From an optimization exercise on the open Yosys and OpenROAD flow, aimed at small area, a short achievable clock period and few clock cycles; shortcuts taken in it are not production practice.
In this exercise RTL edits were held to simulation tests only and were not proved equivalent to the original.
No activity file was given, so power comes from the tool's default toggle rates.

==> module anchor_cvt_out, before the edit <==
module anchor_cvt_out (
    input  wire        clk,
    input  wire [47:0] q,         
    input  wire [7:0]  tcode,     
    input  wire [46:0] q2,        
    input  wire [2:0]  rnd,       
    output reg  [31:0] y,         
    output wire        zero,      
    output wire        of,
    output wire        nx
);
    localparam [2:0] RNE = 3'd0, RTZ = 3'd1, RU = 3'd2, RD = 3'd3, RNA = 3'd4;
    wire        sgn1 = q[47];
    wire [46:0] x1   = q[46:0] ^ {47{sgn1}};
    wire [5:0]  pp;
    wire [5:0]  tzr;                
    reg  [63:0] qrev;
    integer i;
    always @*
        for (i = 0; i < 64; i = i + 1)
            qrev[i] = (i >= 17) ? q[63 - i] : 1'b0;
    anchor_lzc64 u_p  (.x({16'd0, x1, sgn1}), .p(pp));
    anchor_lzc64 u_tz (.x(qrev), .p(tzr));
    wire [5:0]  tz1 = 6'd63 - tzr;              
    wire [8:0]  nlim  = 9'd40  - {1'b0, tcode};    
    wire [9:0]  olim  = 10'd294 - {2'd0, tcode};   
    wire        nrm1  = nlim[8] | ({3'd0, pp} >= nlim);
    wire        ovf1  = (olim[9:6] == 4'd0) & ({4'd0, pp} >= olim);
    wire [5:0]  sub   = nlim[8] ? 6'd0 : nlim[5:0];
    wire [5:0]  sa1   = nrm1 ? pp : sub;           
    wire [7:0]  eb1   = {2'd0, pp} + tcode - 8'd39;
    wire [9:0]  tlim  = 10'd293 - {2'd0, tcode};
    wire        top1  = nrm1 & ({4'd0, pp} == tlim);
    reg [5:0]  sa;
    reg [7:0]  eb;
    reg [5:0]  tz;
    reg        normal, ovf0, sgn, zr, top;
    always @(posedge clk) begin
        sa     <= sa1;
        eb     <= eb1;
        tz     <= tz1;
        top    <= top1;
        normal <= nrm1;
        ovf0   <= ovf1;
        sgn    <= sgn1;
        zr     <= (pp == 6'd0) & ~sgn1;   
    end
    wire [72:0] sh = {q2, 26'd0} >> sa;
    wire        s  = ({1'b0, tz} + 7'd26 <= {1'b0, sa});
    wire [24:0] w  = sh[25:1] ^ {25{sgn}};
    wire [23:0] mx = w[24:1];
    wire        gx = w[0];
    wire        fz = sgn & ~s;
    wire        g  = gx ^ fz;
    wire        fix = fz & gx;             
    reg up;
    always @* begin
        case (rnd)
            RNE:     up = g & (s | mx[0]);
            RU:      up = ~sgn & (g | s);
            RD:      up = sgn & (g | s);
            RNA:     up = g;
            default: up = 1'b0;
        endcase
    end
    wire [30:0] base  = normal ? {eb, mx[22:0]} : {7'd0, mx};
    wire [30:0] base1 = base + 31'd1;
    wire        inc   = fix | up;
    wire [30:0] rsum  = inc ? base1 : base;
    wire        ovf   = ovf0 | (top & inc & (&mx[22:0]));
    always @* begin
        if (ovf) begin
            case (rnd)
                RTZ:     y = {sgn, 31'h7F7F_FFFF};
                RU:      y = sgn ? 32'hFF7F_FFFF : 32'h7F80_0000;
                RD:      y = sgn ? 32'hFF80_0000 : 32'h7F7F_FFFF;
                default: y = {sgn, 31'h7F80_0000};
            endcase
        end else begin
            y = {sgn, rsum};
        end
    end
    assign zero = zr;
    assign of   = ovf;
    assign nx   = ovf | g | s;
endmodule
Settings: LEC_CHECK=0, ABC_AREA=1, CAP_MARGIN=20, CORE_MARGIN=2, CORE_UTILIZATION=55, CTS_CLUSTER_DIAMETER=100, CTS_CLUSTER_SIZE=20, PLACE_DENSITY=0.6, SLEW_MARGIN=20; clock period 12.0 ns.
standard.sh (not shown) runs the stock make flow with config.mk's settings and CLKGATE_MAP_FILE= SYNTH_SCRIPT=/design/flow/synth_recipe.tcl, a recipe that flattens the netlist after the stock synthesis.
==> flow/flow/run.sh <==
#!/bin/bash
set -euo pipefail
bash standard.sh SETUP_SLACK_MARGIN=7.3 \
  "BUFFER_PORTS_ARGS=-buffer_cell sky130_fd_sc_hd__buf_1" finish > standard.log 2>&1
Testbench counts at the start, summed over its fixed seeds: cycles 18,203.
Then changed:
--- a/flow/design.v
+++ b/flow/design.v
@@ -73,30 +73,28 @@
     wire [9:0]  olim  = 10'd294 - {2'd0, tcode};   
     wire        nrm1  = nlim[8] | ({3'd0, pp} >= nlim);
     wire        ovf1  = (olim[9:6] == 4'd0) & ({4'd0, pp} >= olim);
     wire [5:0]  sub   = nlim[8] ? 6'd0 : nlim[5:0];
     wire [5:0]  sa1   = nrm1 ? pp : sub;           
     wire [7:0]  eb1   = {2'd0, pp} + tcode - 8'd39;
-    wire [9:0]  tlim  = 10'd293 - {2'd0, tcode};
-    wire        top1  = nrm1 & ({4'd0, pp} == tlim);
+    wire [6:0]  tz26  = {1'b0, tz1} + 7'd26;
+    wire        st1   = (tz26 <= {1'b0, pp}) | (tz26 <= {1'b0, sub});
     reg [5:0]  sa;
     reg [7:0]  eb;
-    reg [5:0]  tz;
-    reg        normal, ovf0, sgn, zr, top;
+    reg        normal, ovf0, sgn, zr, s, top;
     always @(posedge clk) begin
         sa     <= sa1;
         eb     <= eb1;
-        tz     <= tz1;
-        top    <= top1;
+        top    <= nrm1 & (eb1 == 8'hFE);    
         normal <= nrm1;
         ovf0   <= ovf1;
         sgn    <= sgn1;
-        zr     <= (pp == 6'd0) & ~sgn1;   
+        zr     <= (q == 48'd0);
+        s      <= st1;
     end
     wire [72:0] sh = {q2, 26'd0} >> sa;
-    wire        s  = ({1'b0, tz} + 7'd26 <= {1'b0, sa});
     wire [24:0] w  = sh[25:1] ^ {25{sgn}};
     wire [23:0] mx = w[24:1];
     wire        gx = w[0];
     wire        fz = sgn & ~s;
     wire        g  = gx ^ fz;
     wire        fix = fz & gx;             
The new run completed with no timing, DRC or antenna violations.
Total power rises by 1.6%.
Setup slack improved by 0.082 ns.
Clock skew rises by 0.012 ns.
Core utilization falls by 0.65 points.
Routed wire length is about the same.
Critical path depth rises by 9.
Worst hold slack got worse by 0.0071 ns.
Register-to-register slack improved by 0.08 ns.
Synthesized area hardly moves.
Design area falls by 1.1%.
Die area stays flat.
Via count falls by 0.56%.
Non-clock buffer count falls by 19.
Synthesized cell count is about the same.
Testbench counts after the change, summed over its fixed seeds: cycles 18,203.

[afterwards: timing with drivers on the ports]
In the flow no input, the clock included, has a driving cell. The finished layouts below were timed again as built, in two steps. Step 1 (the two cells are an assumption about what drives the block):
set clk [get_ports {clk}]
set_driving_cell -lib_cell sky130_fd_sc_hd__clkbuf_16 $clk
set_driving_cell -lib_cell sky130_fd_sc_hd__buf_2 [delete_from_list [all_inputs] $clk]
Step 2, shift: input delay + t, output delay - t, t = (earliest + latest rising clock arrival at the registers) / 2. This alone moves slack from input paths to output paths. Slacks: ideal / step 1 / step 2; pairs: ideal / step 1.
| run | shift t [ns] | setup WS [ns] | hold slack, ns | clock arrival spread, ns | slew at the worst register clock pin (ns) |
|---|---|---|---|---|---|
| the first run | 0.572 | 7.369 / 7.369 / 7.048 | 0.357 / 0.357 / 0.357 | 0.017 / 0.018 | 0.09 / 0.09 |
| the second run | 0.595 | 7.451 / 7.451 / 6.980 | 0.350 / 0.350 / 0.350 | 0.029 / 0.029 | 0.09 / 0.09 |
After both steps setup and hold are still met in every run listed. For the second run, which loses most, drivers alone change the setup slack by 0.000 ns; drivers and shift together by -0.471 ns.
